Context: an optimization exercise on an open-source flow, tuned for small area. The choices shown serve that exercise and are no tape-out recipe.
In this exercise RTL edits were held to simulation tests only and were not proved equivalent to the original.
Power and IR drop assume default switching activity.

==> flow/design.v, too long to show whole: its modules and the start of the top module <==
// module pwm_trip_filter: 37 lines
// module pwm_inc: 18 lines
// module pwm_ge: 17 lines
// module pwm_ha: 9 lines
// module pwm_leg: 105 lines
// module pwm_gt: 17 lines
// module pwm_cmp: 687 lines
// module pwm_fa: 10 lines
// module pwm_sel: 11 lines
// module pwm_axis: 254 lines
module pwm_axis (
    input  wire        clk,
    input  wire        rst,
    input  wire [19:0] t_pwm,         
    input  wire [1:0]  k_sel,         
    input  wire        inv_h,         
    input  wire        inv_l,         
    input  wire [7:0]  min_pulse,     
    input  wire [15:0] dt_min,
    input  wire [15:0] dt_max,
    input  wire [15:0] dt_fix,
    input  wire [11:0] margin,
    input  wire        adapt_en,
    input  wire        sw_inv,
    input  wire [9:0]  filt_n,        
    input  wire        filt_clk,      
    input  wire        trip_pol,      
    input  wire        trip_en,
    input  wire        trip_action,   
    input  wire [7:0]  latch_n,       
    input  wire [15:0] win,           
    input  wire [9:0]  gfilt_n,       
    input  wire        gfilt_clk,
    input  wire        gtrip_pol,
    input  wire        gtrip_en,
    input  wire        gmode,         
    input  wire        gmask,         
    input  wire        pwm_on,        
    input  wire [15:0] duty_u,        
    input  wire [15:0] duty_v,
    input  wire [15:0] duty_w,
    input  wire [2:0]  rel,           
    input  wire [2:0]  sw,            
    input  wire        trip_in,       
    input  wire        gtrip_in,      
    input  wire        sto,           
    input  wire        fault_clear,   
    input  wire        clr_fb_seen,   
    input  wire        clr_trip_total,  
    output wire [2:0]  gate_h,        
    output wire [2:0]  gate_l,        
    output wire        tick,          
    output reg         on,
    output reg         sto_now,
    output wire        trip_now,
    output wire [2:0]  fb_now,
    output reg  [2:0]  fb_seen,
    output wire        in_level,
    output wire        g_level,
    output reg         window_open,
    output reg         latched,
    output reg  [7:0]  win_count,
    output reg  [15:0] trip_total,
    output reg         ev_pwm,
    output reg  [19:0] cmp_u,
    output reg  [19:0] cmp_v,
    output reg  [19:0] cmp_w,
    output reg  [2:0]  released,
    output wire [15:0] dt_rise_u,
    output wire [15:0] dt_fall_u,
    output wire [15:0] dt_rise_v,
    output wire [15:0] dt_fall_v,
    output wire [15:0] dt_rise_w,
    output wire [15:0] dt_fall_w
);
  // ...
==> flow/run.sh <==
#!/bin/bash
# synth_recipe.tcl (not shown) runs the flow's synth.tcl, then flattens the netlist and writes it again
# the make line also repeats each setting of config.mk as NAME=value (left out here)
make -C /OpenROAD-flow-scripts/flow DESIGN_CONFIG=/design/flow/config.mk WORK_HOME=/design/flow/orfs CLKGATE_MAP_FILE= SYNTH_SCRIPT=/design/flow/synth_recipe.tcl finish
==> flow/config.mk <==
export PLATFORM = sky130hd
export DESIGN_NAME = pwm_axis
export DESIGN_NICKNAME = pwm_axis
export VERILOG_FILES = /design/flow/design.v
export SDC_FILE = /design/flow/constraint.sdc
export NUM_CORES = 4
export LEC_CHECK = 0
export CAP_MARGIN = 20
export CORE_MARGIN = 2
export CORE_UTILIZATION = 45
export SLEW_MARGIN = 20
export SYNTH_HIERARCHICAL = 1
==> flow/constraint.sdc <==
create_clock -name core_clock -period 13.0 [get_ports {clk}]
set_input_delay 2.6000 -clock core_clock [delete_from_list [all_inputs] [get_ports {clk}]]
set_output_delay 2.6000 -clock core_clock [all_outputs]
set_load 0.01 [all_outputs]
==> flow_metrics.tcl, run 1 <==
set metrics [dict create \
    status "complete, no violations" \
    routed_wl_um 170500 \
    fin_nets 6417 \
    synth.area.top_cells "fa_1, dfxtp_1, ha_1" \
    buffers_excl_clock 604 \
    p_clk_mw 1.22 \
    hold_path.startpoint "pre[0]$_SDFF_PP0_" \
    slew_headroom 0.2052 \
    firstDrtPassIters 17 \
    yosysTopAreaCellShare 0.1845 \
    rr_endpoint "g_leg[2].u_leg.dtf[0]$_DFFE_PP_" \
    timing.hold.ws_ps 424.0 \
    seq_area_frac 0.1698 \
    p_leak_nw 21.78 \
    vias 42670 \
    hold_path_depth 1 \
    grt_setup_unrepaired "false" \
    core_area_um2 99710 \
    met1_usage 0.4194 \
    critPathMaxStageDelay_ps 680 \
    power.share.clock 0.090 \
    dp_hpwl_um 126100 \
    multiInputGateArea_um2 33910 \
    hold_viol 0 \
    p_seq_frac 0.113 \
    io_pins 414 \
    gp_congestion 0.9614 \
    async_flop_share 0 \
    dieArea_um2 102800 \
    synthFlopType "dfxtp_1" \
    top_power_group "combinational cells" \
    layout_min_cycle_time_ps 12550 \
]
==> module pwm_cmp, before the edit <==
module pwm_cmp (
    input  wire [15:0] duty,
    input  wire [19:0] t,         
    input  wire [21:0] t3,        
    input  wire [19:0] tmp,       
    input  wire [7:0]  min_pulse,
    output wire [19:0] cmp
);
    wire [14:0] d = duty[14:0];
    wire [6:0] s1, s2, s3;
    genvar r;
    generate for (r = 0; r < 7; r = r + 1) begin : g_dig
        assign s1[r] = d[2*r] & !d[2*r+1];
        assign s2[r] = !d[2*r] & d[2*r+1];
        assign s3[r] = d[2*r] & d[2*r+1];
    end endgenerate
    wire pp0_0 = !((s1[0] & t[0]) | (s3[0] & t3[0]));
    wire pp0_1;
    pwm_sel u_sel0_1 (.s1(s1[0]), .s2(s2[0]), .s3(s3[0]), .a(t[1]), .b(t[0]), .c(t3[1]), .yn(pp0_1));
    wire pp0_2;
    pwm_sel u_sel0_2 (.s1(s1[0]), .s2(s2[0]), .s3(s3[0]), .a(t[2]), .b(t[1]), .c(t3[2]), .yn(pp0_2));
    wire pp0_3;
    pwm_sel u_sel0_3 (.s1(s1[0]), .s2(s2[0]), .s3(s3[0]), .a(t[3]), .b(t[2]), .c(t3[3]), .yn(pp0_3));
    wire pp0_4;
    pwm_sel u_sel0_4 (.s1(s1[0]), .s2(s2[0]), .s3(s3[0]), .a(t[4]), .b(t[3]), .c(t3[4]), .yn(pp0_4));
    wire pp0_5;
    pwm_sel u_sel0_5 (.s1(s1[0]), .s2(s2[0]), .s3(s3[0]), .a(t[5]), .b(t[4]), .c(t3[5]), .yn(pp0_5));
    wire pp0_6;
    pwm_sel u_sel0_6 (.s1(s1[0]), .s2(s2[0]), .s3(s3[0]), .a(t[6]), .b(t[5]), .c(t3[6]), .yn(pp0_6));
    wire pp0_7;
    pwm_sel u_sel0_7 (.s1(s1[0]), .s2(s2[0]), .s3(s3[0]), .a(t[7]), .b(t[6]), .c(t3[7]), .yn(pp0_7));
    wire pp0_8;
    pwm_sel u_sel0_8 (.s1(s1[0]), .s2(s2[0]), .s3(s3[0]), .a(t[8]), .b(t[7]), .c(t3[8]), .yn(pp0_8));
    wire pp0_9;
    pwm_sel u_sel0_9 (.s1(s1[0]), .s2(s2[0]), .s3(s3[0]), .a(t[9]), .b(t[8]), .c(t3[9]), .yn(pp0_9));
    wire pp0_10;
    pwm_sel u_sel0_10 (.s1(s1[0]), .s2(s2[0]), .s3(s3[0]), .a(t[10]), .b(t[9]), .c(t3[10]), .yn(pp0_10));
    wire pp0_11;
    pwm_sel u_sel0_11 (.s1(s1[0]), .s2(s2[0]), .s3(s3[0]), .a(t[11]), .b(t[10]), .c(t3[11]), .yn(pp0_11));
    wire pp0_12;
    pwm_sel u_sel0_12 (.s1(s1[0]), .s2(s2[0]), .s3(s3[0]), .a(t[12]), .b(t[11]), .c(t3[12]), .yn(pp0_12));
    wire pp0_13;
    pwm_sel u_sel0_13 (.s1(s1[0]), .s2(s2[0]), .s3(s3[0]), .a(t[13]), .b(t[12]), .c(t3[13]), .yn(pp0_13));
    wire pp0_14;
    pwm_sel u_sel0_14 (.s1(s1[0]), .s2(s2[0]), .s3(s3[0]), .a(t[14]), .b(t[13]), .c(t3[14]), .yn(pp0_14));
    wire pp0_15;
    pwm_sel u_sel0_15 (.s1(s1[0]), .s2(s2[0]), .s3(s3[0]), .a(t[15]), .b(t[14]), .c(t3[15]), .yn(pp0_15));
    wire pp0_16;
    pwm_sel u_sel0_16 (.s1(s1[0]), .s2(s2[0]), .s3(s3[0]), .a(t[16]), .b(t[15]), .c(t3[16]), .yn(pp0_16));
    wire pp0_17;
    pwm_sel u_sel0_17 (.s1(s1[0]), .s2(s2[0]), .s3(s3[0]), .a(t[17]), .b(t[16]), .c(t3[17]), .yn(pp0_17));
    wire pp0_18;
    pwm_sel u_sel0_18 (.s1(s1[0]), .s2(s2[0]), .s3(s3[0]), .a(t[18]), .b(t[17]), .c(t3[18]), .yn(pp0_18));
    wire pp0_19;
    pwm_sel u_sel0_19 (.s1(s1[0]), .s2(s2[0]), .s3(s3[0]), .a(t[19]), .b(t[18]), .c(t3[19]), .yn(pp0_19));
    wire pp0_20 = !((s2[0] & t[19]) | (s3[0] & t3[20]));
    wire pp0_21 = !((s3[0] & t3[21]));
    wire pp1_0 = !((s1[1] & t[0]) | (s3[1] & t3[0]));
    wire pp1_1;
    pwm_sel u_sel1_1 (.s1(s1[1]), .s2(s2[1]), .s3(s3[1]), .a(t[1]), .b(t[0]), .c(t3[1]), .yn(pp1_1));
    wire pp1_2;
    pwm_sel u_sel1_2 (.s1(s1[1]), .s2(s2[1]), .s3(s3[1]), .a(t[2]), .b(t[1]), .c(t3[2]), .yn(pp1_2));
    wire pp1_3;
    pwm_sel u_sel1_3 (.s1(s1[1]), .s2(s2[1]), .s3(s3[1]), .a(t[3]), .b(t[2]), .c(t3[3]), .yn(pp1_3));
    wire pp1_4;
    pwm_sel u_sel1_4 (.s1(s1[1]), .s2(s2[1]), .s3(s3[1]), .a(t[4]), .b(t[3]), .c(t3[4]), .yn(pp1_4));
    wire pp1_5;
    pwm_sel u_sel1_5 (.s1(s1[1]), .s2(s2[1]), .s3(s3[1]), .a(t[5]), .b(t[4]), .c(t3[5]), .yn(pp1_5));
    wire pp1_6;
    pwm_sel u_sel1_6 (.s1(s1[1]), .s2(s2[1]), .s3(s3[1]), .a(t[6]), .b(t[5]), .c(t3[6]), .yn(pp1_6));
    wire pp1_7;
    pwm_sel u_sel1_7 (.s1(s1[1]), .s2(s2[1]), .s3(s3[1]), .a(t[7]), .b(t[6]), .c(t3[7]), .yn(pp1_7));
    wire pp1_8;
    pwm_sel u_sel1_8 (.s1(s1[1]), .s2(s2[1]), .s3(s3[1]), .a(t[8]), .b(t[7]), .c(t3[8]), .yn(pp1_8));
    wire pp1_9;
    pwm_sel u_sel1_9 (.s1(s1[1]), .s2(s2[1]), .s3(s3[1]), .a(t[9]), .b(t[8]), .c(t3[9]), .yn(pp1_9));
    wire pp1_10;
    pwm_sel u_sel1_10 (.s1(s1[1]), .s2(s2[1]), .s3(s3[1]), .a(t[10]), .b(t[9]), .c(t3[10]), .yn(pp1_10));
    wire pp1_11;
    pwm_sel u_sel1_11 (.s1(s1[1]), .s2(s2[1]), .s3(s3[1]), .a(t[11]), .b(t[10]), .c(t3[11]), .yn(pp1_11));
    wire pp1_12;
    pwm_sel u_sel1_12 (.s1(s1[1]), .s2(s2[1]), .s3(s3[1]), .a(t[12]), .b(t[11]), .c(t3[12]), .yn(pp1_12));
    wire pp1_13;
    pwm_sel u_sel1_13 (.s1(s1[1]), .s2(s2[1]), .s3(s3[1]), .a(t[13]), .b(t[12]), .c(t3[13]), .yn(pp1_13));
    wire pp1_14;
    pwm_sel u_sel1_14 (.s1(s1[1]), .s2(s2[1]), .s3(s3[1]), .a(t[14]), .b(t[13]), .c(t3[14]), .yn(pp1_14));
    wire pp1_15;
    pwm_sel u_sel1_15 (.s1(s1[1]), .s2(s2[1]), .s3(s3[1]), .a(t[15]), .b(t[14]), .c(t3[15]), .yn(pp1_15));
    wire pp1_16;
    pwm_sel u_sel1_16 (.s1(s1[1]), .s2(s2[1]), .s3(s3[1]), .a(t[16]), .b(t[15]), .c(t3[16]), .yn(pp1_16));
    wire pp1_17;
    pwm_sel u_sel1_17 (.s1(s1[1]), .s2(s2[1]), .s3(s3[1]), .a(t[17]), .b(t[16]), .c(t3[17]), .yn(pp1_17));
    wire pp1_18;
    pwm_sel u_sel1_18 (.s1(s1[1]), .s2(s2[1]), .s3(s3[1]), .a(t[18]), .b(t[17]), .c(t3[18]), .yn(pp1_18));
    wire pp1_19;
    pwm_sel u_sel1_19 (.s1(s1[1]), .s2(s2[1]), .s3(s3[1]), .a(t[19]), .b(t[18]), .c(t3[19]), .yn(pp1_19));
    wire pp1_20 = !((s2[1] & t[19]) | (s3[1] & t3[20]));
    wire pp1_21 = !((s3[1] & t3[21]));
    wire pp2_0 = !((s1[2] & t[0]) | (s3[2] & t3[0]));
    wire pp2_1;
    pwm_sel u_sel2_1 (.s1(s1[2]), .s2(s2[2]), .s3(s3[2]), .a(t[1]), .b(t[0]), .c(t3[1]), .yn(pp2_1));
    wire pp2_2;
    pwm_sel u_sel2_2 (.s1(s1[2]), .s2(s2[2]), .s3(s3[2]), .a(t[2]), .b(t[1]), .c(t3[2]), .yn(pp2_2));
    wire pp2_3;
    pwm_sel u_sel2_3 (.s1(s1[2]), .s2(s2[2]), .s3(s3[2]), .a(t[3]), .b(t[2]), .c(t3[3]), .yn(pp2_3));
    wire pp2_4;
    pwm_sel u_sel2_4 (.s1(s1[2]), .s2(s2[2]), .s3(s3[2]), .a(t[4]), .b(t[3]), .c(t3[4]), .yn(pp2_4));
    wire pp2_5;
    pwm_sel u_sel2_5 (.s1(s1[2]), .s2(s2[2]), .s3(s3[2]), .a(t[5]), .b(t[4]), .c(t3[5]), .yn(pp2_5));
    wire pp2_6;
    pwm_sel u_sel2_6 (.s1(s1[2]), .s2(s2[2]), .s3(s3[2]), .a(t[6]), .b(t[5]), .c(t3[6]), .yn(pp2_6));
    wire pp2_7;
    pwm_sel u_sel2_7 (.s1(s1[2]), .s2(s2[2]), .s3(s3[2]), .a(t[7]), .b(t[6]), .c(t3[7]), .yn(pp2_7));
    wire pp2_8;
    pwm_sel u_sel2_8 (.s1(s1[2]), .s2(s2[2]), .s3(s3[2]), .a(t[8]), .b(t[7]), .c(t3[8]), .yn(pp2_8));
    wire pp2_9;
    pwm_sel u_sel2_9 (.s1(s1[2]), .s2(s2[2]), .s3(s3[2]), .a(t[9]), .b(t[8]), .c(t3[9]), .yn(pp2_9));
    wire pp2_10;
    pwm_sel u_sel2_10 (.s1(s1[2]), .s2(s2[2]), .s3(s3[2]), .a(t[10]), .b(t[9]), .c(t3[10]), .yn(pp2_10));
    wire pp2_11;
    pwm_sel u_sel2_11 (.s1(s1[2]), .s2(s2[2]), .s3(s3[2]), .a(t[11]), .b(t[10]), .c(t3[11]), .yn(pp2_11));
    wire pp2_12;
    pwm_sel u_sel2_12 (.s1(s1[2]), .s2(s2[2]), .s3(s3[2]), .a(t[12]), .b(t[11]), .c(t3[12]), .yn(pp2_12));
    wire pp2_13;
    pwm_sel u_sel2_13 (.s1(s1[2]), .s2(s2[2]), .s3(s3[2]), .a(t[13]), .b(t[12]), .c(t3[13]), .yn(pp2_13));
    wire pp2_14;
    pwm_sel u_sel2_14 (.s1(s1[2]), .s2(s2[2]), .s3(s3[2]), .a(t[14]), .b(t[13]), .c(t3[14]), .yn(pp2_14));
    wire pp2_15;
    pwm_sel u_sel2_15 (.s1(s1[2]), .s2(s2[2]), .s3(s3[2]), .a(t[15]), .b(t[14]), .c(t3[15]), .yn(pp2_15));
    wire pp2_16;
    pwm_sel u_sel2_16 (.s1(s1[2]), .s2(s2[2]), .s3(s3[2]), .a(t[16]), .b(t[15]), .c(t3[16]), .yn(pp2_16));
    wire pp2_17;
    pwm_sel u_sel2_17 (.s1(s1[2]), .s2(s2[2]), .s3(s3[2]), .a(t[17]), .b(t[16]), .c(t3[17]), .yn(pp2_17));
    wire pp2_18;
    pwm_sel u_sel2_18 (.s1(s1[2]), .s2(s2[2]), .s3(s3[2]), .a(t[18]), .b(t[17]), .c(t3[18]), .yn(pp2_18));
    wire pp2_19;
    pwm_sel u_sel2_19 (.s1(s1[2]), .s2(s2[2]), .s3(s3[2]), .a(t[19]), .b(t[18]), .c(t3[19]), .yn(pp2_19));
    wire pp2_20 = !((s2[2] & t[19]) | (s3[2] & t3[20]));
    wire pp2_21 = !((s3[2] & t3[21]));
    wire pp3_0 = !((s1[3] & t[0]) | (s3[3] & t3[0]));
    wire pp3_1;
    pwm_sel u_sel3_1 (.s1(s1[3]), .s2(s2[3]), .s3(s3[3]), .a(t[1]), .b(t[0]), .c(t3[1]), .yn(pp3_1));
    wire pp3_2;
    pwm_sel u_sel3_2 (.s1(s1[3]), .s2(s2[3]), .s3(s3[3]), .a(t[2]), .b(t[1]), .c(t3[2]), .yn(pp3_2));
    wire pp3_3;
    pwm_sel u_sel3_3 (.s1(s1[3]), .s2(s2[3]), .s3(s3[3]), .a(t[3]), .b(t[2]), .c(t3[3]), .yn(pp3_3));
    wire pp3_4;
    pwm_sel u_sel3_4 (.s1(s1[3]), .s2(s2[3]), .s3(s3[3]), .a(t[4]), .b(t[3]), .c(t3[4]), .yn(pp3_4));
    wire pp3_5;
    pwm_sel u_sel3_5 (.s1(s1[3]), .s2(s2[3]), .s3(s3[3]), .a(t[5]), .b(t[4]), .c(t3[5]), .yn(pp3_5));
    wire pp3_6;
    pwm_sel u_sel3_6 (.s1(s1[3]), .s2(s2[3]), .s3(s3[3]), .a(t[6]), .b(t[5]), .c(t3[6]), .yn(pp3_6));
    wire pp3_7;
    pwm_sel u_sel3_7 (.s1(s1[3]), .s2(s2[3]), .s3(s3[3]), .a(t[7]), .b(t[6]), .c(t3[7]), .yn(pp3_7));
    wire pp3_8;
    pwm_sel u_sel3_8 (.s1(s1[3]), .s2(s2[3]), .s3(s3[3]), .a(t[8]), .b(t[7]), .c(t3[8]), .yn(pp3_8));
    wire pp3_9;
    pwm_sel u_sel3_9 (.s1(s1[3]), .s2(s2[3]), .s3(s3[3]), .a(t[9]), .b(t[8]), .c(t3[9]), .yn(pp3_9));
    wire pp3_10;
    pwm_sel u_sel3_10 (.s1(s1[3]), .s2(s2[3]), .s3(s3[3]), .a(t[10]), .b(t[9]), .c(t3[10]), .yn(pp3_10));
    wire pp3_11;
    pwm_sel u_sel3_11 (.s1(s1[3]), .s2(s2[3]), .s3(s3[3]), .a(t[11]), .b(t[10]), .c(t3[11]), .yn(pp3_11));
    wire pp3_12;
    pwm_sel u_sel3_12 (.s1(s1[3]), .s2(s2[3]), .s3(s3[3]), .a(t[12]), .b(t[11]), .c(t3[12]), .yn(pp3_12));
    wire pp3_13;
    pwm_sel u_sel3_13 (.s1(s1[3]), .s2(s2[3]), .s3(s3[3]), .a(t[13]), .b(t[12]), .c(t3[13]), .yn(pp3_13));
    wire pp3_14;
    pwm_sel u_sel3_14 (.s1(s1[3]), .s2(s2[3]), .s3(s3[3]), .a(t[14]), .b(t[13]), .c(t3[14]), .yn(pp3_14));
    wire pp3_15;
    pwm_sel u_sel3_15 (.s1(s1[3]), .s2(s2[3]), .s3(s3[3]), .a(t[15]), .b(t[14]), .c(t3[15]), .yn(pp3_15));
    wire pp3_16;
    pwm_sel u_sel3_16 (.s1(s1[3]), .s2(s2[3]), .s3(s3[3]), .a(t[16]), .b(t[15]), .c(t3[16]), .yn(pp3_16));
    wire pp3_17;
    pwm_sel u_sel3_17 (.s1(s1[3]), .s2(s2[3]), .s3(s3[3]), .a(t[17]), .b(t[16]), .c(t3[17]), .yn(pp3_17));
    wire pp3_18;
    pwm_sel u_sel3_18 (.s1(s1[3]), .s2(s2[3]), .s3(s3[3]), .a(t[18]), .b(t[17]), .c(t3[18]), .yn(pp3_18));
    wire pp3_19;
    pwm_sel u_sel3_19 (.s1(s1[3]), .s2(s2[3]), .s3(s3[3]), .a(t[19]), .b(t[18]), .c(t3[19]), .yn(pp3_19));
    wire pp3_20 = !((s2[3] & t[19]) | (s3[3] & t3[20]));
    wire pp3_21 = !((s3[3] & t3[21]));
    wire pp4_0 = !((s1[4] & t[0]) | (s3[4] & t3[0]));
    wire pp4_1;
    pwm_sel u_sel4_1 (.s1(s1[4]), .s2(s2[4]), .s3(s3[4]), .a(t[1]), .b(t[0]), .c(t3[1]), .yn(pp4_1));
    wire pp4_2;
    pwm_sel u_sel4_2 (.s1(s1[4]), .s2(s2[4]), .s3(s3[4]), .a(t[2]), .b(t[1]), .c(t3[2]), .yn(pp4_2));
    wire pp4_3;
    pwm_sel u_sel4_3 (.s1(s1[4]), .s2(s2[4]), .s3(s3[4]), .a(t[3]), .b(t[2]), .c(t3[3]), .yn(pp4_3));
    wire pp4_4;
    pwm_sel u_sel4_4 (.s1(s1[4]), .s2(s2[4]), .s3(s3[4]), .a(t[4]), .b(t[3]), .c(t3[4]), .yn(pp4_4));
    wire pp4_5;
    pwm_sel u_sel4_5 (.s1(s1[4]), .s2(s2[4]), .s3(s3[4]), .a(t[5]), .b(t[4]), .c(t3[5]), .yn(pp4_5));
    wire pp4_6;
    pwm_sel u_sel4_6 (.s1(s1[4]), .s2(s2[4]), .s3(s3[4]), .a(t[6]), .b(t[5]), .c(t3[6]), .yn(pp4_6));
    wire pp4_7;
    pwm_sel u_sel4_7 (.s1(s1[4]), .s2(s2[4]), .s3(s3[4]), .a(t[7]), .b(t[6]), .c(t3[7]), .yn(pp4_7));
    wire pp4_8;
    pwm_sel u_sel4_8 (.s1(s1[4]), .s2(s2[4]), .s3(s3[4]), .a(t[8]), .b(t[7]), .c(t3[8]), .yn(pp4_8));
    wire pp4_9;
    pwm_sel u_sel4_9 (.s1(s1[4]), .s2(s2[4]), .s3(s3[4]), .a(t[9]), .b(t[8]), .c(t3[9]), .yn(pp4_9));
    wire pp4_10;
    pwm_sel u_sel4_10 (.s1(s1[4]), .s2(s2[4]), .s3(s3[4]), .a(t[10]), .b(t[9]), .c(t3[10]), .yn(pp4_10));
    wire pp4_11;
    pwm_sel u_sel4_11 (.s1(s1[4]), .s2(s2[4]), .s3(s3[4]), .a(t[11]), .b(t[10]), .c(t3[11]), .yn(pp4_11));
    wire pp4_12;
    pwm_sel u_sel4_12 (.s1(s1[4]), .s2(s2[4]), .s3(s3[4]), .a(t[12]), .b(t[11]), .c(t3[12]), .yn(pp4_12));
    wire pp4_13;
    pwm_sel u_sel4_13 (.s1(s1[4]), .s2(s2[4]), .s3(s3[4]), .a(t[13]), .b(t[12]), .c(t3[13]), .yn(pp4_13));
    wire pp4_14;
    pwm_sel u_sel4_14 (.s1(s1[4]), .s2(s2[4]), .s3(s3[4]), .a(t[14]), .b(t[13]), .c(t3[14]), .yn(pp4_14));
    wire pp4_15;
    pwm_sel u_sel4_15 (.s1(s1[4]), .s2(s2[4]), .s3(s3[4]), .a(t[15]), .b(t[14]), .c(t3[15]), .yn(pp4_15));
    wire pp4_16;
    pwm_sel u_sel4_16 (.s1(s1[4]), .s2(s2[4]), .s3(s3[4]), .a(t[16]), .b(t[15]), .c(t3[16]), .yn(pp4_16));
    wire pp4_17;
    pwm_sel u_sel4_17 (.s1(s1[4]), .s2(s2[4]), .s3(s3[4]), .a(t[17]), .b(t[16]), .c(t3[17]), .yn(pp4_17));
    wire pp4_18;
    pwm_sel u_sel4_18 (.s1(s1[4]), .s2(s2[4]), .s3(s3[4]), .a(t[18]), .b(t[17]), .c(t3[18]), .yn(pp4_18));
    wire pp4_19;
    pwm_sel u_sel4_19 (.s1(s1[4]), .s2(s2[4]), .s3(s3[4]), .a(t[19]), .b(t[18]), .c(t3[19]), .yn(pp4_19));
    wire pp4_20 = !((s2[4] & t[19]) | (s3[4] & t3[20]));
    wire pp4_21 = !((s3[4] & t3[21]));
    wire pp5_0 = !((s1[5] & t[0]) | (s3[5] & t3[0]));
    wire pp5_1;
    pwm_sel u_sel5_1 (.s1(s1[5]), .s2(s2[5]), .s3(s3[5]), .a(t[1]), .b(t[0]), .c(t3[1]), .yn(pp5_1));
    wire pp5_2;
    pwm_sel u_sel5_2 (.s1(s1[5]), .s2(s2[5]), .s3(s3[5]), .a(t[2]), .b(t[1]), .c(t3[2]), .yn(pp5_2));
    wire pp5_3;
    pwm_sel u_sel5_3 (.s1(s1[5]), .s2(s2[5]), .s3(s3[5]), .a(t[3]), .b(t[2]), .c(t3[3]), .yn(pp5_3));
    wire pp5_4;
    pwm_sel u_sel5_4 (.s1(s1[5]), .s2(s2[5]), .s3(s3[5]), .a(t[4]), .b(t[3]), .c(t3[4]), .yn(pp5_4));
    wire pp5_5;
    pwm_sel u_sel5_5 (.s1(s1[5]), .s2(s2[5]), .s3(s3[5]), .a(t[5]), .b(t[4]), .c(t3[5]), .yn(pp5_5));
    wire pp5_6;
    pwm_sel u_sel5_6 (.s1(s1[5]), .s2(s2[5]), .s3(s3[5]), .a(t[6]), .b(t[5]), .c(t3[6]), .yn(pp5_6));
    wire pp5_7;
    pwm_sel u_sel5_7 (.s1(s1[5]), .s2(s2[5]), .s3(s3[5]), .a(t[7]), .b(t[6]), .c(t3[7]), .yn(pp5_7));
    wire pp5_8;
    pwm_sel u_sel5_8 (.s1(s1[5]), .s2(s2[5]), .s3(s3[5]), .a(t[8]), .b(t[7]), .c(t3[8]), .yn(pp5_8));
    wire pp5_9;
    pwm_sel u_sel5_9 (.s1(s1[5]), .s2(s2[5]), .s3(s3[5]), .a(t[9]), .b(t[8]), .c(t3[9]), .yn(pp5_9));
    wire pp5_10;
    pwm_sel u_sel5_10 (.s1(s1[5]), .s2(s2[5]), .s3(s3[5]), .a(t[10]), .b(t[9]), .c(t3[10]), .yn(pp5_10));
    wire pp5_11;
    pwm_sel u_sel5_11 (.s1(s1[5]), .s2(s2[5]), .s3(s3[5]), .a(t[11]), .b(t[10]), .c(t3[11]), .yn(pp5_11));
    wire pp5_12;
    pwm_sel u_sel5_12 (.s1(s1[5]), .s2(s2[5]), .s3(s3[5]), .a(t[12]), .b(t[11]), .c(t3[12]), .yn(pp5_12));
    wire pp5_13;
    pwm_sel u_sel5_13 (.s1(s1[5]), .s2(s2[5]), .s3(s3[5]), .a(t[13]), .b(t[12]), .c(t3[13]), .yn(pp5_13));
    wire pp5_14;
    pwm_sel u_sel5_14 (.s1(s1[5]), .s2(s2[5]), .s3(s3[5]), .a(t[14]), .b(t[13]), .c(t3[14]), .yn(pp5_14));
    wire pp5_15;
    pwm_sel u_sel5_15 (.s1(s1[5]), .s2(s2[5]), .s3(s3[5]), .a(t[15]), .b(t[14]), .c(t3[15]), .yn(pp5_15));
    wire pp5_16;
    pwm_sel u_sel5_16 (.s1(s1[5]), .s2(s2[5]), .s3(s3[5]), .a(t[16]), .b(t[15]), .c(t3[16]), .yn(pp5_16));
    wire pp5_17;
    pwm_sel u_sel5_17 (.s1(s1[5]), .s2(s2[5]), .s3(s3[5]), .a(t[17]), .b(t[16]), .c(t3[17]), .yn(pp5_17));
    wire pp5_18;
    pwm_sel u_sel5_18 (.s1(s1[5]), .s2(s2[5]), .s3(s3[5]), .a(t[18]), .b(t[17]), .c(t3[18]), .yn(pp5_18));
    wire pp5_19;
    pwm_sel u_sel5_19 (.s1(s1[5]), .s2(s2[5]), .s3(s3[5]), .a(t[19]), .b(t[18]), .c(t3[19]), .yn(pp5_19));
    wire pp5_20 = !((s2[5] & t[19]) | (s3[5] & t3[20]));
    wire pp5_21 = !((s3[5] & t3[21]));
    wire pp6_0 = !((s1[6] & t[0]) | (s3[6] & t3[0]));
    wire pp6_1;
    pwm_sel u_sel6_1 (.s1(s1[6]), .s2(s2[6]), .s3(s3[6]), .a(t[1]), .b(t[0]), .c(t3[1]), .yn(pp6_1));
    wire pp6_2;
    pwm_sel u_sel6_2 (.s1(s1[6]), .s2(s2[6]), .s3(s3[6]), .a(t[2]), .b(t[1]), .c(t3[2]), .yn(pp6_2));
    wire pp6_3;
    pwm_sel u_sel6_3 (.s1(s1[6]), .s2(s2[6]), .s3(s3[6]), .a(t[3]), .b(t[2]), .c(t3[3]), .yn(pp6_3));
    wire pp6_4;
    pwm_sel u_sel6_4 (.s1(s1[6]), .s2(s2[6]), .s3(s3[6]), .a(t[4]), .b(t[3]), .c(t3[4]), .yn(pp6_4));
    wire pp6_5;
    pwm_sel u_sel6_5 (.s1(s1[6]), .s2(s2[6]), .s3(s3[6]), .a(t[5]), .b(t[4]), .c(t3[5]), .yn(pp6_5));
    wire pp6_6;
    pwm_sel u_sel6_6 (.s1(s1[6]), .s2(s2[6]), .s3(s3[6]), .a(t[6]), .b(t[5]), .c(t3[6]), .yn(pp6_6));
    wire pp6_7;
    pwm_sel u_sel6_7 (.s1(s1[6]), .s2(s2[6]), .s3(s3[6]), .a(t[7]), .b(t[6]), .c(t3[7]), .yn(pp6_7));
    wire pp6_8;
    pwm_sel u_sel6_8 (.s1(s1[6]), .s2(s2[6]), .s3(s3[6]), .a(t[8]), .b(t[7]), .c(t3[8]), .yn(pp6_8));
    wire pp6_9;
    pwm_sel u_sel6_9 (.s1(s1[6]), .s2(s2[6]), .s3(s3[6]), .a(t[9]), .b(t[8]), .c(t3[9]), .yn(pp6_9));
    wire pp6_10;
    pwm_sel u_sel6_10 (.s1(s1[6]), .s2(s2[6]), .s3(s3[6]), .a(t[10]), .b(t[9]), .c(t3[10]), .yn(pp6_10));
    wire pp6_11;
    pwm_sel u_sel6_11 (.s1(s1[6]), .s2(s2[6]), .s3(s3[6]), .a(t[11]), .b(t[10]), .c(t3[11]), .yn(pp6_11));
    wire pp6_12;
    pwm_sel u_sel6_12 (.s1(s1[6]), .s2(s2[6]), .s3(s3[6]), .a(t[12]), .b(t[11]), .c(t3[12]), .yn(pp6_12));
    wire pp6_13;
    pwm_sel u_sel6_13 (.s1(s1[6]), .s2(s2[6]), .s3(s3[6]), .a(t[13]), .b(t[12]), .c(t3[13]), .yn(pp6_13));
    wire pp6_14;
    pwm_sel u_sel6_14 (.s1(s1[6]), .s2(s2[6]), .s3(s3[6]), .a(t[14]), .b(t[13]), .c(t3[14]), .yn(pp6_14));
    wire pp6_15;
    pwm_sel u_sel6_15 (.s1(s1[6]), .s2(s2[6]), .s3(s3[6]), .a(t[15]), .b(t[14]), .c(t3[15]), .yn(pp6_15));
    wire pp6_16;
    pwm_sel u_sel6_16 (.s1(s1[6]), .s2(s2[6]), .s3(s3[6]), .a(t[16]), .b(t[15]), .c(t3[16]), .yn(pp6_16));
    wire pp6_17;
    pwm_sel u_sel6_17 (.s1(s1[6]), .s2(s2[6]), .s3(s3[6]), .a(t[17]), .b(t[16]), .c(t3[17]), .yn(pp6_17));
    wire pp6_18;
    pwm_sel u_sel6_18 (.s1(s1[6]), .s2(s2[6]), .s3(s3[6]), .a(t[18]), .b(t[17]), .c(t3[18]), .yn(pp6_18));
    wire pp6_19;
    pwm_sel u_sel6_19 (.s1(s1[6]), .s2(s2[6]), .s3(s3[6]), .a(t[19]), .b(t[18]), .c(t3[19]), .yn(pp6_19));
    wire pp6_20 = !((s2[6] & t[19]) | (s3[6] & t3[20]));
    wire pp6_21 = !((s3[6] & t3[21]));
    wire pp7_0 = !(d[14] & t[0]);
    wire pp7_1 = !(d[14] & t[1]);
    wire pp7_2 = !(d[14] & t[2]);
    wire pp7_3 = !(d[14] & t[3]);
    wire pp7_4 = !(d[14] & t[4]);
    wire pp7_5 = !(d[14] & t[5]);
    wire pp7_6 = !(d[14] & t[6]);
    wire pp7_7 = !(d[14] & t[7]);
    wire pp7_8 = !(d[14] & t[8]);
    wire pp7_9 = !(d[14] & t[9]);
    wire pp7_10 = !(d[14] & t[10]);
    wire pp7_11 = !(d[14] & t[11]);
    wire pp7_12 = !(d[14] & t[12]);
    wire pp7_13 = !(d[14] & t[13]);
    wire pp7_14 = !(d[14] & t[14]);
    wire pp7_15 = !(d[14] & t[15]);
    wire pp7_16 = !(d[14] & t[16]);
    wire pp7_17 = !(d[14] & t[17]);
    wire pp7_18 = !(d[14] & t[18]);
    wire pp7_19 = !(d[14] & t[19]);
    wire rnd_s = !pp7_0;
    wire hs0, hc0;
    pwm_fa u_ha0 (.a(pp0_12), .b(pp1_10), .c(1'b1), .s(hs0), .co(hc0));
    wire fs1, fc1;
    pwm_fa u_fa1 (.a(pp0_13), .b(pp1_11), .c(pp2_9), .s(fs1), .co(fc1));
    wire fs2, fc2;
    pwm_fa u_fa2 (.a(pp0_14), .b(pp1_12), .c(pp2_10), .s(fs2), .co(fc2));
    wire hs3, hc3;
    pwm_fa u_ha3 (.a(pp3_8), .b(pp4_6), .c(1'b1), .s(hs3), .co(hc3));
    wire fs4, fc4;
    pwm_fa u_fa4 (.a(pp0_15), .b(pp1_13), .c(pp2_11), .s(fs4), .co(fc4));
    wire fs5, fc5;
    pwm_fa u_fa5 (.a(pp3_9), .b(pp4_7), .c(pp5_5), .s(fs5), .co(fc5));
    wire hs6, hc6;
    pwm_fa u_ha6 (.a(pp6_3), .b(pp7_1), .c(1'b1), .s(hs6), .co(hc6));
    wire fs7, fc7;
    pwm_fa u_fa7 (.a(pp0_16), .b(pp1_14), .c(pp2_12), .s(fs7), .co(fc7));
    wire fs8, fc8;
    pwm_fa u_fa8 (.a(pp3_10), .b(pp4_8), .c(pp5_6), .s(fs8), .co(fc8));
    wire hs9, hc9;
    pwm_fa u_ha9 (.a(pp6_4), .b(pp7_2), .c(1'b1), .s(hs9), .co(hc9));
    wire fs10, fc10;
    pwm_fa u_fa10 (.a(pp0_17), .b(pp1_15), .c(pp2_13), .s(fs10), .co(fc10));
    wire fs11, fc11;
    pwm_fa u_fa11 (.a(pp3_11), .b(pp4_9), .c(pp5_7), .s(fs11), .co(fc11));
    wire hs12, hc12;
    pwm_fa u_ha12 (.a(pp6_5), .b(pp7_3), .c(1'b1), .s(hs12), .co(hc12));
    wire fs13, fc13;
    pwm_fa u_fa13 (.a(pp0_18), .b(pp1_16), .c(pp2_14), .s(fs13), .co(fc13));
    wire fs14, fc14;
    pwm_fa u_fa14 (.a(pp3_12), .b(pp4_10), .c(pp5_8), .s(fs14), .co(fc14));
    wire hs15, hc15;
    pwm_fa u_ha15 (.a(pp6_6), .b(pp7_4), .c(1'b1), .s(hs15), .co(hc15));
    wire fs16, fc16;
    pwm_fa u_fa16 (.a(pp0_19), .b(pp1_17), .c(pp2_15), .s(fs16), .co(fc16));
    wire fs17, fc17;
    pwm_fa u_fa17 (.a(pp3_13), .b(pp4_11), .c(pp5_9), .s(fs17), .co(fc17));
    wire hs18, hc18;
    pwm_fa u_ha18 (.a(pp6_7), .b(pp7_5), .c(1'b1), .s(hs18), .co(hc18));
    wire fs19, fc19;
    pwm_fa u_fa19 (.a(pp0_20), .b(pp1_18), .c(pp2_16), .s(fs19), .co(fc19));
    wire fs20, fc20;
    pwm_fa u_fa20 (.a(pp3_14), .b(pp4_12), .c(pp5_10), .s(fs20), .co(fc20));
    wire hs21, hc21;
    pwm_fa u_ha21 (.a(pp6_8), .b(pp7_6), .c(1'b1), .s(hs21), .co(hc21));
    wire fs22, fc22;
    pwm_fa u_fa22 (.a(pp0_21), .b(pp1_19), .c(pp2_17), .s(fs22), .co(fc22));
    wire fs23, fc23;
    pwm_fa u_fa23 (.a(pp3_15), .b(pp4_13), .c(pp5_11), .s(fs23), .co(fc23));
    wire hs24, hc24;
    pwm_fa u_ha24 (.a(pp6_9), .b(pp7_7), .c(1'b1), .s(hs24), .co(hc24));
    wire fs25, fc25;
    pwm_fa u_fa25 (.a(pp1_20), .b(pp2_18), .c(pp3_16), .s(fs25), .co(fc25));
    wire fs26, fc26;
    pwm_fa u_fa26 (.a(pp4_14), .b(pp5_12), .c(pp6_10), .s(fs26), .co(fc26));
    wire fs27, fc27;
    pwm_fa u_fa27 (.a(pp1_21), .b(pp2_19), .c(pp3_17), .s(fs27), .co(fc27));
    wire hs28, hc28;
    pwm_fa u_ha28 (.a(pp4_15), .b(pp5_13), .c(1'b1), .s(hs28), .co(hc28));
    wire fs29, fc29;
    pwm_fa u_fa29 (.a(pp2_20), .b(pp3_18), .c(pp4_16), .s(fs29), .co(fc29));
    wire hs30, hc30;
    pwm_fa u_ha30 (.a(pp2_21), .b(pp3_19), .c(1'b1), .s(hs30), .co(hc30));
    wire hs31, hc31;
    pwm_fa u_ha31 (.a(pp0_8), .b(pp1_6), .c(1'b1), .s(hs31), .co(hc31));
    wire fs32, fc32;
    pwm_fa u_fa32 (.a(pp0_9), .b(pp1_7), .c(pp2_5), .s(fs32), .co(fc32));
    wire fs33, fc33;
    pwm_fa u_fa33 (.a(pp0_10), .b(pp1_8), .c(pp2_6), .s(fs33), .co(fc33));
    wire hs34, hc34;
    pwm_fa u_ha34 (.a(pp3_4), .b(pp4_2), .c(1'b1), .s(hs34), .co(hc34));
    wire fs35, fc35;
    pwm_fa u_fa35 (.a(pp0_11), .b(pp1_9), .c(pp2_7), .s(fs35), .co(fc35));
    wire fs36, fc36;
    pwm_fa u_fa36 (.a(pp3_5), .b(pp4_3), .c(pp5_1), .s(fs36), .co(fc36));
    wire fs37, fc37;
    pwm_fa u_fa37 (.a(hs0), .b(pp2_8), .c(pp3_6), .s(fs37), .co(fc37));
    wire fs38, fc38;
    pwm_fa u_fa38 (.a(pp4_4), .b(pp5_2), .c(pp6_0), .s(fs38), .co(fc38));
    wire fs39, fc39;
    pwm_fa u_fa39 (.a(hc0), .b(fs1), .c(pp3_7), .s(fs39), .co(fc39));
    wire fs40, fc40;
    pwm_fa u_fa40 (.a(pp4_5), .b(pp5_3), .c(pp6_1), .s(fs40), .co(fc40));
    wire fs41, fc41;
    pwm_fa u_fa41 (.a(fc1), .b(fs2), .c(hs3), .s(fs41), .co(fc41));
    wire fs42, fc42;
    pwm_fa u_fa42 (.a(pp5_4), .b(pp6_2), .c(rnd_s), .s(fs42), .co(fc42));
    wire fs43, fc43;
    pwm_fa u_fa43 (.a(fc2), .b(hc3), .c(fs4), .s(fs43), .co(fc43));
    wire fs44, fc44;
    pwm_fa u_fa44 (.a(fs5), .b(hs6), .c(pp7_0), .s(fs44), .co(fc44));
    wire fs45, fc45;
    pwm_fa u_fa45 (.a(fc4), .b(fc5), .c(hc6), .s(fs45), .co(fc45));
    wire fs46, fc46;
    pwm_fa u_fa46 (.a(fs7), .b(fs8), .c(hs9), .s(fs46), .co(fc46));
    wire fs47, fc47;
    pwm_fa u_fa47 (.a(fc7), .b(fc8), .c(hc9), .s(fs47), .co(fc47));
    wire fs48, fc48;
    pwm_fa u_fa48 (.a(fs10), .b(fs11), .c(hs12), .s(fs48), .co(fc48));
    wire fs49, fc49;
    pwm_fa u_fa49 (.a(fc10), .b(fc11), .c(hc12), .s(fs49), .co(fc49));
    wire fs50, fc50;
    pwm_fa u_fa50 (.a(fs13), .b(fs14), .c(hs15), .s(fs50), .co(fc50));
    wire fs51, fc51;
    pwm_fa u_fa51 (.a(fc13), .b(fc14), .c(hc15), .s(fs51), .co(fc51));
    wire fs52, fc52;
    pwm_fa u_fa52 (.a(fs16), .b(fs17), .c(hs18), .s(fs52), .co(fc52));
    wire fs53, fc53;
    pwm_fa u_fa53 (.a(fc16), .b(fc17), .c(hc18), .s(fs53), .co(fc53));
    wire fs54, fc54;
    pwm_fa u_fa54 (.a(fs19), .b(fs20), .c(hs21), .s(fs54), .co(fc54));
    wire fs55, fc55;
    pwm_fa u_fa55 (.a(fc19), .b(fc20), .c(hc21), .s(fs55), .co(fc55));
    wire fs56, fc56;
    pwm_fa u_fa56 (.a(fs22), .b(fs23), .c(hs24), .s(fs56), .co(fc56));
    wire fs57, fc57;
    pwm_fa u_fa57 (.a(fc22), .b(fc23), .c(hc24), .s(fs57), .co(fc57));
    wire fs58, fc58;
    pwm_fa u_fa58 (.a(fs25), .b(fs26), .c(pp7_8), .s(fs58), .co(fc58));
    wire fs59, fc59;
    pwm_fa u_fa59 (.a(fc25), .b(fc26), .c(fs27), .s(fs59), .co(fc59));
    wire fs60, fc60;
    pwm_fa u_fa60 (.a(hs28), .b(pp6_11), .c(pp7_9), .s(fs60), .co(fc60));
    wire fs61, fc61;
    pwm_fa u_fa61 (.a(fc27), .b(hc28), .c(fs29), .s(fs61), .co(fc61));
    wire fs62, fc62;
    pwm_fa u_fa62 (.a(pp5_14), .b(pp6_12), .c(pp7_10), .s(fs62), .co(fc62));
    wire fs63, fc63;
    pwm_fa u_fa63 (.a(fc29), .b(hs30), .c(pp4_17), .s(fs63), .co(fc63));
    wire fs64, fc64;
    pwm_fa u_fa64 (.a(pp5_15), .b(pp6_13), .c(pp7_11), .s(fs64), .co(fc64));
    wire fs65, fc65;
    pwm_fa u_fa65 (.a(hc30), .b(pp3_20), .c(pp4_18), .s(fs65), .co(fc65));
    wire fs66, fc66;
    pwm_fa u_fa66 (.a(pp5_16), .b(pp6_14), .c(pp7_12), .s(fs66), .co(fc66));
    wire fs67, fc67;
    pwm_fa u_fa67 (.a(pp3_21), .b(pp4_19), .c(pp5_17), .s(fs67), .co(fc67));
    wire hs68, hc68;
    pwm_fa u_ha68 (.a(pp6_15), .b(pp7_13), .c(1'b1), .s(hs68), .co(hc68));
    wire fs69, fc69;
    pwm_fa u_fa69 (.a(pp4_20), .b(pp5_18), .c(pp6_16), .s(fs69), .co(fc69));
    wire hs70, hc70;
    pwm_fa u_ha70 (.a(pp4_21), .b(pp5_19), .c(1'b1), .s(hs70), .co(hc70));
    wire hs71, hc71;
    pwm_fa u_ha71 (.a(pp0_6), .b(pp1_4), .c(1'b1), .s(hs71), .co(hc71));
    wire fs72, fc72;
    pwm_fa u_fa72 (.a(pp0_7), .b(pp1_5), .c(pp2_3), .s(fs72), .co(fc72));
    wire fs73, fc73;
    pwm_fa u_fa73 (.a(hs31), .b(pp2_4), .c(pp3_2), .s(fs73), .co(fc73));
    wire fs74, fc74;
    pwm_fa u_fa74 (.a(hc31), .b(fs32), .c(pp3_3), .s(fs74), .co(fc74));
    wire fs75, fc75;
    pwm_fa u_fa75 (.a(fc32), .b(fs33), .c(hs34), .s(fs75), .co(fc75));
    wire fs76, fc76;
    pwm_fa u_fa76 (.a(fc33), .b(hc34), .c(fs35), .s(fs76), .co(fc76));
    wire fs77, fc77;
    pwm_fa u_fa77 (.a(fc35), .b(fc36), .c(fs37), .s(fs77), .co(fc77));
    wire fs78, fc78;
    pwm_fa u_fa78 (.a(fc37), .b(fc38), .c(fs39), .s(fs78), .co(fc78));
    wire fs79, fc79;
    pwm_fa u_fa79 (.a(fc39), .b(fc40), .c(fs41), .s(fs79), .co(fc79));
    wire fs80, fc80;
    pwm_fa u_fa80 (.a(fc41), .b(fc42), .c(fs43), .s(fs80), .co(fc80));
    wire fs81, fc81;
    pwm_fa u_fa81 (.a(fc43), .b(fc44), .c(fs45), .s(fs81), .co(fc81));
    wire fs82, fc82;
    pwm_fa u_fa82 (.a(fc45), .b(fc46), .c(fs47), .s(fs82), .co(fc82));
    wire fs83, fc83;
    pwm_fa u_fa83 (.a(fc47), .b(fc48), .c(fs49), .s(fs83), .co(fc83));
    wire fs84, fc84;
    pwm_fa u_fa84 (.a(fc49), .b(fc50), .c(fs51), .s(fs84), .co(fc84));
    wire fs85, fc85;
    pwm_fa u_fa85 (.a(fc51), .b(fc52), .c(fs53), .s(fs85), .co(fc85));
    wire fs86, fc86;
    pwm_fa u_fa86 (.a(fc53), .b(fc54), .c(fs55), .s(fs86), .co(fc86));
    wire fs87, fc87;
    pwm_fa u_fa87 (.a(fc55), .b(fc56), .c(fs57), .s(fs87), .co(fc87));
    wire fs88, fc88;
    pwm_fa u_fa88 (.a(fc57), .b(fc58), .c(fs59), .s(fs88), .co(fc88));
    wire fs89, fc89;
    pwm_fa u_fa89 (.a(fc59), .b(fc60), .c(fs61), .s(fs89), .co(fc89));
    wire fs90, fc90;
    pwm_fa u_fa90 (.a(fc61), .b(fc62), .c(fs63), .s(fs90), .co(fc90));
    wire fs91, fc91;
    pwm_fa u_fa91 (.a(fc63), .b(fc64), .c(fs65), .s(fs91), .co(fc91));
    wire fs92, fc92;
    pwm_fa u_fa92 (.a(fc65), .b(fc66), .c(fs67), .s(fs92), .co(fc92));
    wire fs93, fc93;
    pwm_fa u_fa93 (.a(fc67), .b(hc68), .c(fs69), .s(fs93), .co(fc93));
    wire fs94, fc94;
    pwm_fa u_fa94 (.a(fc69), .b(hs70), .c(pp6_17), .s(fs94), .co(fc94));
    wire fs95, fc95;
    pwm_fa u_fa95 (.a(hc70), .b(pp5_20), .c(pp6_18), .s(fs95), .co(fc95));
    wire hs96, hc96;
    pwm_fa u_ha96 (.a(pp5_21), .b(pp6_19), .c(1'b1), .s(hs96), .co(hc96));
    wire hs97, hc97;
    pwm_fa u_ha97 (.a(pp0_4), .b(pp1_2), .c(1'b1), .s(hs97), .co(hc97));
    wire fs98, fc98;
    pwm_fa u_fa98 (.a(pp0_5), .b(pp1_3), .c(pp2_1), .s(fs98), .co(fc98));
    wire fs99, fc99;
    pwm_fa u_fa99 (.a(hs71), .b(pp2_2), .c(pp3_0), .s(fs99), .co(fc99));
    wire fs100, fc100;
    pwm_fa u_fa100 (.a(hc71), .b(fs72), .c(pp3_1), .s(fs100), .co(fc100));
    wire fs101, fc101;
    pwm_fa u_fa101 (.a(fc72), .b(fs73), .c(pp4_0), .s(fs101), .co(fc101));
    wire fs102, fc102;
    pwm_fa u_fa102 (.a(fc73), .b(fs74), .c(pp4_1), .s(fs102), .co(fc102));
    wire fs103, fc103;
    pwm_fa u_fa103 (.a(fc74), .b(fs75), .c(pp5_0), .s(fs103), .co(fc103));
    wire fs104, fc104;
    pwm_fa u_fa104 (.a(fc75), .b(fs76), .c(fs36), .s(fs104), .co(fc104));
    wire fs105, fc105;
    pwm_fa u_fa105 (.a(fc76), .b(fs77), .c(fs38), .s(fs105), .co(fc105));
    wire fs106, fc106;
    pwm_fa u_fa106 (.a(fc77), .b(fs78), .c(fs40), .s(fs106), .co(fc106));
    wire fs107, fc107;
    pwm_fa u_fa107 (.a(fc78), .b(fs79), .c(fs42), .s(fs107), .co(fc107));
    wire fs108, fc108;
    pwm_fa u_fa108 (.a(fc79), .b(fs80), .c(fs44), .s(fs108), .co(fc108));
    wire fs109, fc109;
    pwm_fa u_fa109 (.a(fc80), .b(fs81), .c(fs46), .s(fs109), .co(fc109));
    wire fs110, fc110;
    pwm_fa u_fa110 (.a(fc81), .b(fs82), .c(fs48), .s(fs110), .co(fc110));
    wire fs111, fc111;
    pwm_fa u_fa111 (.a(fc82), .b(fs83), .c(fs50), .s(fs111), .co(fc111));
    wire fs112, fc112;
    pwm_fa u_fa112 (.a(fc83), .b(fs84), .c(fs52), .s(fs112), .co(fc112));
    wire fs113, fc113;
    pwm_fa u_fa113 (.a(fc84), .b(fs85), .c(fs54), .s(fs113), .co(fc113));
    wire fs114, fc114;
    pwm_fa u_fa114 (.a(fc85), .b(fs86), .c(fs56), .s(fs114), .co(fc114));
    wire fs115, fc115;
    pwm_fa u_fa115 (.a(fc86), .b(fs87), .c(fs58), .s(fs115), .co(fc115));
    wire fs116, fc116;
    pwm_fa u_fa116 (.a(fc87), .b(fs88), .c(fs60), .s(fs116), .co(fc116));
    wire fs117, fc117;
    pwm_fa u_fa117 (.a(fc88), .b(fs89), .c(fs62), .s(fs117), .co(fc117));
    wire fs118, fc118;
    pwm_fa u_fa118 (.a(fc89), .b(fs90), .c(fs64), .s(fs118), .co(fc118));
    wire fs119, fc119;
    pwm_fa u_fa119 (.a(fc90), .b(fs91), .c(fs66), .s(fs119), .co(fc119));
    wire fs120, fc120;
    pwm_fa u_fa120 (.a(fc91), .b(fs92), .c(hs68), .s(fs120), .co(fc120));
    wire fs121, fc121;
    pwm_fa u_fa121 (.a(fc92), .b(fs93), .c(pp7_14), .s(fs121), .co(fc121));
    wire fs122, fc122;
    pwm_fa u_fa122 (.a(fc93), .b(fs94), .c(pp7_15), .s(fs122), .co(fc122));
    wire fs123, fc123;
    pwm_fa u_fa123 (.a(fc94), .b(fs95), .c(pp7_16), .s(fs123), .co(fc123));
    wire fs124, fc124;
    pwm_fa u_fa124 (.a(fc95), .b(hs96), .c(pp7_17), .s(fs124), .co(fc124));
    wire fs125, fc125;
    pwm_fa u_fa125 (.a(hc96), .b(pp6_20), .c(pp7_18), .s(fs125), .co(fc125));
    wire hs126, hc126;
    pwm_fa u_ha126 (.a(pp6_21), .b(pp7_19), .c(1'b1), .s(hs126), .co(hc126));
    wire [34:0] ra_n = {hc126, fc125, fc124, fc123, fc122, fc121, fc120, fc119, fc118, fc117, fc116, fc115, fc114, fc113, fc112, fc111, fc110, fc109, fc108, fc107, fc106, fc105, fc104, fc103, fc102, fc101, fc100, fc99, fc98, hc97, hs97, pp0_3, pp0_2, pp0_1, pp0_0};
    wire [34:0] rb_n = {1'b1, hs126, fs125, fs124, fs123, fs122, fs121, fs120, fs119, fs118, fs117, fs116, fs115, fs114, fs113, fs112, fs111, fs110, fs109, fs108, fs107, fs106, fs105, fs104, fs103, fs102, fs101, fs100, fs99, fs98, pp2_0, pp1_1, pp1_0, 1'b1, 1'b1};
    wire [34:0] ra = ~ra_n;
    wire [34:0] rb = ~rb_n;
    wire [14:0] lg = ra[14:0] & rb[14:0];
    wire [14:0] lp = ra[14:0] | rb[14:0];
    wire lgg0_0 = lg[1] | (lp[1] & lg[0]);
    wire lgg0_2 = lg[3] | (lp[3] & lg[2]);
    wire lgp0_2 = lp[3] & lp[2];
    wire lgg0_4 = lg[5] | (lp[5] & lg[4]);
    wire lgp0_4 = lp[5] & lp[4];
    wire lgg0_6 = lg[7] | (lp[7] & lg[6]);
    wire lgp0_6 = lp[7] & lp[6];
    wire lgg0_8 = lg[9] | (lp[9] & lg[8]);
    wire lgp0_8 = lp[9] & lp[8];
    wire lgg0_10 = lg[11] | (lp[11] & lg[10]);
    wire lgp0_10 = lp[11] & lp[10];
    wire lgg0_12 = lg[13] | (lp[13] & lg[12]);
    wire lgp0_12 = lp[13] & lp[12];
    wire lgg1_0 = lgg0_2 | (lgp0_2 & lgg0_0);
    wire lgg1_2 = lgg0_6 | (lgp0_6 & lgg0_4);
    wire lgp1_2 = lgp0_6 & lgp0_4;
    wire lgg1_4 = lgg0_10 | (lgp0_10 & lgg0_8);
    wire lgp1_4 = lgp0_10 & lgp0_8;
    wire lgg1_6 = lg[14] | (lp[14] & lgg0_12);
    wire lgp1_6 = lp[14] & lgp0_12;
    wire lgg2_0 = lgg1_2 | (lgp1_2 & lgg1_0);
    wire lgg2_2 = lgg1_6 | (lgp1_6 & lgg1_4);
    wire lgp2_2 = lgp1_6 & lgp1_4;
    wire lgg3_0 = lgg2_2 | (lgp2_2 & lgg2_0);
    wire cin15 = lgg3_0;
    wire [19:0] ha_ = ra[34:15];
    wire [19:0] hb_ = rb[34:15];
    wire [19:0] hg = ha_ & hb_;
    wire [19:0] hp = ha_ ^ hb_;
    wire hg0c = hg[0] | (hp[0] & cin15);
    wire bg0 = hg[1] | (hp[1] & hg0c);
    wire bg1 = hg[3] | (hp[3] & hg[2]);
    wire bp1 = hp[3] & hp[2];
    wire bg2 = hg[5] | (hp[5] & hg[4]);
    wire bp2 = hp[5] & hp[4];
    wire bg3 = hg[7] | (hp[7] & hg[6]);
    wire bp3 = hp[7] & hp[6];
    wire bg4 = hg[9] | (hp[9] & hg[8]);
    wire bp4 = hp[9] & hp[8];
    wire bg5 = hg[11] | (hp[11] & hg[10]);
    wire bp5 = hp[11] & hp[10];
    wire bg6 = hg[13] | (hp[13] & hg[12]);
    wire bp6 = hp[13] & hp[12];
    wire bg7 = hg[15] | (hp[15] & hg[14]);
    wire bp7 = hp[15] & hp[14];
    wire bg8 = hg[17] | (hp[17] & hg[16]);
    wire bp8 = hp[17] & hp[16];
    wire bg9 = hg[19] | (hp[19] & hg[18]);
    wire bp9 = hp[19] & hp[18];
    wire bg10 = bg1 | (bp1 & bg0);
    wire bg11 = bg3 | (bp3 & bg2);
    wire bp11 = bp3 & bp2;
    wire bg12 = bg5 | (bp5 & bg4);
    wire bp12 = bp5 & bp4;
    wire bg13 = bg7 | (bp7 & bg6);
    wire bp13 = bp7 & bp6;
    wire bg14 = bg9 | (bp9 & bg8);
    wire bp14 = bp9 & bp8;
    wire bg15 = bg11 | (bp11 & bg10);
    wire bg16 = bg13 | (bp13 & bg12);
    wire bp16 = bp13 & bp12;
    wire bg17 = bg16 | (bp16 & bg15);
    wire bg18 = bg12 | (bp12 & bg15);
    wire bg19 = bg14 | (bp14 & bg17);
    wire bg20 = bg2 | (bp2 & bg10);
    wire bg21 = bg4 | (bp4 & bg15);
    wire bg22 = bg6 | (bp6 & bg18);
    wire bg23 = bg8 | (bp8 & bg17);
    wire bg24 = hg[2] | (hp[2] & bg0);
    wire bg25 = hg[4] | (hp[4] & bg10);
    wire bg26 = hg[6] | (hp[6] & bg20);
    wire bg27 = hg[8] | (hp[8] & bg15);
    wire bg28 = hg[10] | (hp[10] & bg21);
    wire bg29 = hg[12] | (hp[12] & bg18);
    wire bg30 = hg[14] | (hp[14] & bg22);
    wire bg31 = hg[16] | (hp[16] & bg17);
    wire bg32 = hg[18] | (hp[18] & bg23);
    wire [19:0] raw;
    assign raw[0] = hp[0] ^ cin15;
    assign raw[1] = hp[1] ^ hg0c;
    assign raw[2] = hp[2] ^ bg0;
    assign raw[3] = hp[3] ^ bg24;
    assign raw[4] = hp[4] ^ bg10;
    assign raw[5] = hp[5] ^ bg25;
    assign raw[6] = hp[6] ^ bg20;
    assign raw[7] = hp[7] ^ bg26;
    assign raw[8] = hp[8] ^ bg15;
    assign raw[9] = hp[9] ^ bg27;
    assign raw[10] = hp[10] ^ bg21;
    assign raw[11] = hp[11] ^ bg28;
    assign raw[12] = hp[12] ^ bg18;
    assign raw[13] = hp[13] ^ bg29;
    assign raw[14] = hp[14] ^ bg22;
    assign raw[15] = hp[15] ^ bg30;
    assign raw[16] = hp[16] ^ bg17;
    assign raw[17] = hp[17] ^ bg31;
    assign raw[18] = hp[18] ^ bg23;
    assign raw[19] = hp[19] ^ bg32;
    wire low  = !duty[15] && (raw[19:12] == 8'd0) && (raw[11:4] < min_pulse)
                && (raw[11:0] != 12'd0);
    wire high = duty[15] || (raw > tmp);
    assign cmp = low ? 20'd0 : high ? t : raw;
endmodule
==> inputs of run 2 (changes only) <==
--- a/flow/design.v
+++ b/flow/design.v
@@ -884,7 +884,11 @@
     assign raw[18] = hp[18] ^ bg23;
     assign raw[19] = hp[19] ^ bg32;
-    wire low  = !duty[15] && (raw[19:12] == 8'd0) && (raw[11:4] < min_pulse)
+    wire gt_tmp;    
+    pwm_gt #(.N(20)) u_gtmp (.a(raw), .b(tmp), .gt(gt_tmp));
+    wire ge_mp;     
+    pwm_ge #(.N(8)) u_gmp (.a(raw[11:4]), .b(min_pulse), .ge(ge_mp));
+    wire low  = !duty[15] && (raw[19:12] == 8'd0) && !ge_mp
                 && (raw[11:0] != 12'd0);
-    wire high = duty[15] || (raw > tmp);
+    wire high = duty[15] || gt_tmp;
     assign cmp = low ? 20'd0 : high ? t : raw;
 endmodule
==> flow/flow/run.sh (new file) <==
#!/bin/bash
# The standard layout, with one change: buffer_ports puts the smallest
# buffer cell (buf_1) on every input and output port instead of the default
# delay buffer; repair_design still resizes any port buffer that needs it.
set -euo pipefail
export BUFFER_PORTS_ARGS="-buffer_cell sky130_fd_sc_hd__buf_1"
bash standard.sh 2>&1 | tee standard_flow.log
==> flow/standard.sh (new file) <==
#!/bin/bash
# synth_recipe.tcl (not shown) runs the flow's synth.tcl, then flattens the netlist and writes it again
# the make line also repeats each setting of config.mk as NAME=value (left out here)
make -C /OpenROAD-flow-scripts/flow DESIGN_CONFIG=/design/flow/config.mk WORK_HOME=/design/flow/orfs CLKGATE_MAP_FILE= SYNTH_SCRIPT=/design/flow/synth_recipe.tcl "${@:-finish}"
--- a/flow/config.mk
+++ b/flow/config.mk
@@ -9,4 +9,5 @@
 export CORE_MARGIN = 2
 export CORE_UTILIZATION = 45
+export CTS_BUF_LIST = sky130_fd_sc_hd__clkbuf_4 sky130_fd_sc_hd__clkbuf_8
 export SLEW_MARGIN = 20
 export SYNTH_HIERARCHICAL = 1
removed: flow/run.sh
==> flow_metrics.tcl, run 2 <==
set metrics [dict create \
    hold_class "flip-flop to flip-flop" \
    start_util 0.4548 \
    finalClockSkew_ps 60.68 \
    top_register "g_leg.u_leg.tmm" \
    clkTransAtPathRegs_ps 50 \
    layout_min_cycle_time_ps 11990 \
    p_seq_frac 0.118 \
    final_common_cell "nand2_1" \
    final_cells 6718 \
    finalCritPeriodShare 0.9221 \
    cp.arrival_ps 12540 \
    grt_first_pass_wirelength_um 250500 \
    maxCapViolations 0 \
    final_cell_mix "nand2_1, fa_1, inv_1, a222oi_1, buf_1" \
    crit_top_cell "fa_1" \
    synth_edf_count 115 \
    dp_hpwl_um 123000 \
    cts_resized 0 \
    cts_root_buf "clkbuf_8" \
    dieArea_um2 100200 \
    postSynthCellCount 4838 \
    comb_power_share 0.789 \
    cts_tree "yes" \
    grt_pass1_vias 40760 \
    p_switching_mw 6.944 \
    cts_buffers 69 \
    yosys.cell_count.top_type "nand2_1" \
    yosysTopAreaCellShare 0.1894 \
    start_kind "input pin" \
    drive_above_1_share 0.1051 \
    power.share.clock 0.093 \
    globalRoute.totalOverflow 0 \
    synth.cell_area_um2 43980 \
    hold_viol 0 \
    power.internal_mw 6.069 \
    worst_pin_slew_ps 1137 \
    io_pins 414 \
    routed_wl_um 168900 \
    clkLatencyLatePin_ps 680 \
    dp.cells 6592 \
    n_fill_cell 9288 \
    regToRegSetupSlack_ps 5150 \
    die_w_um 316.6 \
    antenna_found_initial 3 \
    peakVddDrop_uv 281.1 \
    synth.largest_area_cell "fa_1" \
    synthFlopType "dfxtp_1" \
    final_max_slew_viol_count 0 \
    crit_fanout 13 \
    required_ps 13550 \
    track_usage 0.3251 \
    synth.area.top_cells "fa_1, dfxtp_1, a222oi_1" \
    seq_area_um2 9039 \
    largest_reg_flops 51 \
    fin_setup_tns_ps 0 \
    synth-seq-area-share 0.2055 \
    grt_setup_unrepaired "false" \
    grt_max_degree 138 \
    drt_iter0_markers 7279 \
    swShare 0.5336 \
    ant_nets 0 \
    syn_avg_cell_area_um2 9.090 \
    drc 0 \
    clock_sinks 394 \
    fin_nets 6285 \
    setup_viol 0 \
    path_class "input pin to flip-flop" \
    multiInputGateArea_um2 33030 \
    crit_path_end_kind "flip-flop" \
    gp_congestion 0.9492 \
    routed_via_density 6.312 \
    p_leak_nw 19.87 \
    cts_setup_buffers 0 \
    core_area_um2 96710 \
    wl_per_cell_um 25.14 \
    slew_headroom 0.2388 \
    htree_levels 3 \
    async_flop_share 0 \
    synth-seq-cells 394 \
    area_growth_syn_to_layout_pct 12.68 \
    clockBufferDepth 3 \
    firstDrtPassIters 22 \
    die_h_um 316.6 \
    max_freq_ghz 0.08342 \
    slowest_stage "nor2_1" \
    synth_commonest_cells "nand2_1, fa_1, inv_1" \
    synth_cell_types 101 \
    yosysWarnings 9 \
    io_buffers 413 \
    critPathMaxStageDelay_ps 690 \
    p_per_area_nw_per_um2 262.6 \
    status "complete, no violations" \
    vias 42410 \
    postCtsHoldBufs 0 \
    num_rows 114 \
]
## run 2: cell types whose count changed after synthesis, sizes merged, moves of 26 or more
| cell | delta |
|---|---|
| ha | -81 |
| a21boi | -26 |
| nor2 | +90 |
| o21ai | -62 |
| inv | -28 |
| nand3 | -43 |
| a21oi | +36 |
| nand2 | +30 |
## run 2: cells by family (layout without fill, tap and decap cells)
family	count (synthesis)	count (layout)	synth area share
simple gates	1646	1646	0.1817
compound gates	1182	1182	0.2127
fa+ha+maj	766	766	0.2859
buf+inv	586	1123	0.05442
flops	394	394	0.2055
mux	184	184	0.04427
xor+xnor	73	73	0.01488
other cells	7	74	0.0005975
## run 2: stage by stage
stage	cell area (um^2)	hold WS (ps)	worst slack [ps]	power (mW)	utilization
after global placement	48070	412.9	639.7	11.53	0.4971
final	49560	421.4	1013	13.01	0.5124
after floorplan	44220	399.2	1191	8.670	-
after detailed placement	48080	420.1	457.5	11.58	0.4972
after CTS	49530	428.1	1160	12.83	0.5121
after global routing	49560	457.4	367.2	14.08	0.5124
## run 2: critical path, delay by kind of cell
family | cells | cell delay, ps
adders and majority gates | 8 | 3900
buffers and inverters | 3 | 460
and+or+nand+nor | 12 | 2400
AOI/OAI and AO/OA | 16 | 3180
## run 2: worst paths after layout
kind | from | endpoint | depth (start not counted)
hold reg to reg | pre[0]$_SDFF_PP0_ | pre[0]$_SDFF_PP0_ | 1
setup / recovery | t_pwm[3] | cmp_w[14]$_SDFFE_PP0P_ | 39
hold / removal | pre[0]$_SDFF_PP0_ | pre[0]$_SDFF_PP0_ | 1
setup reg to reg | cnt[1]$_SDFF_PP0_ | g_leg[2].u_leg.dtr[3]$_DFFE_PP_ | 31
## run 2: modules after synthesis, one instance, submodules excluded, a selection
module / cells inside / times used / flops+latches
pwm_axis: 787 / 1 / 139
pwm_leg: 408 / 3 / 77
pwm_cmp: 299 / 3 / 0
pwm_trip_filter: 41 / 2 / 12
pwm_fa: 1 / 381 / 0
pwm_ha: 1 / 182 / 0
pwm_sel: 1 / 396 / 0
## run 2: cell type report
class / count / area share
repair buffers: 562 / 0.05461
clock inverters: 28 / 0.004343
clock buffers: 96 / 0.02490
inverters: 437 / 0.03482
multi-input cells: 3923 / 0.6666
flip-flops and latches: 394 / 0.1824
well taps: 1276 / 0.03222
diodes: 2 / 0.0001010
## run 2: power groups by stage
stage,combinational [mW],clock (mW),sequential (mW)
after floorplan,7.15,0,1.52
after global placement,9.97,0,1.56
after detailed placement,10.0,0,1.56
after CTS,10.1,1.24,1.54
after global routing,11.2,1.29,1.56
final,10.3,1.21,1.54
## run 2: routing by layer
layer / wire length, um / up-vias / share of wire / GRT usage
met2: 74920 / 2834 / 0.44 / 0.5118
met1: 67880 / 20150 / 0.40 / 0.4349
met4: 7587 / 2 / 0.045 / 0.1318
met5: 12 / - / 0.000071 / 0
met3: 18500 / 506 / 0.11 / 0.06972
li1: - / 18920 / - / -

## afterwards: timing with drivers on the ports
Ports are ideal in the flow. The routed layouts listed here were re-timed in OpenROAD. Step 1 sets driving cells, clkbuf_16 on the clock port and buf_2 on the other inputs (assumed; they add their load-dependent delay and slew). Step 2 adds t to the input delays and takes it off the output delays; t is the mean of the earliest and latest rising clock arrival at the registers after step 1. Input paths then give back, and output paths get back, about the clock's delay inside the block. Slacks: ideal ports / drivers / drivers and shift; pairs: ideal ports / drivers.
run | shift t [ns] | setup WS [ns] | worst slew at a driven data input, ns
run 1 | 0.623 | 0.446 / 0.490 / -0.133 | 0.10
run 2 | 0.718 | 1.013 / 1.030 / 0.311 | 0.18
With both steps, setup timing fails in run 1, where it was met with ideal ports. The setup slack of run 2, which loses most, moves by +0.017 ns with the drivers and by -0.702 ns with both steps.
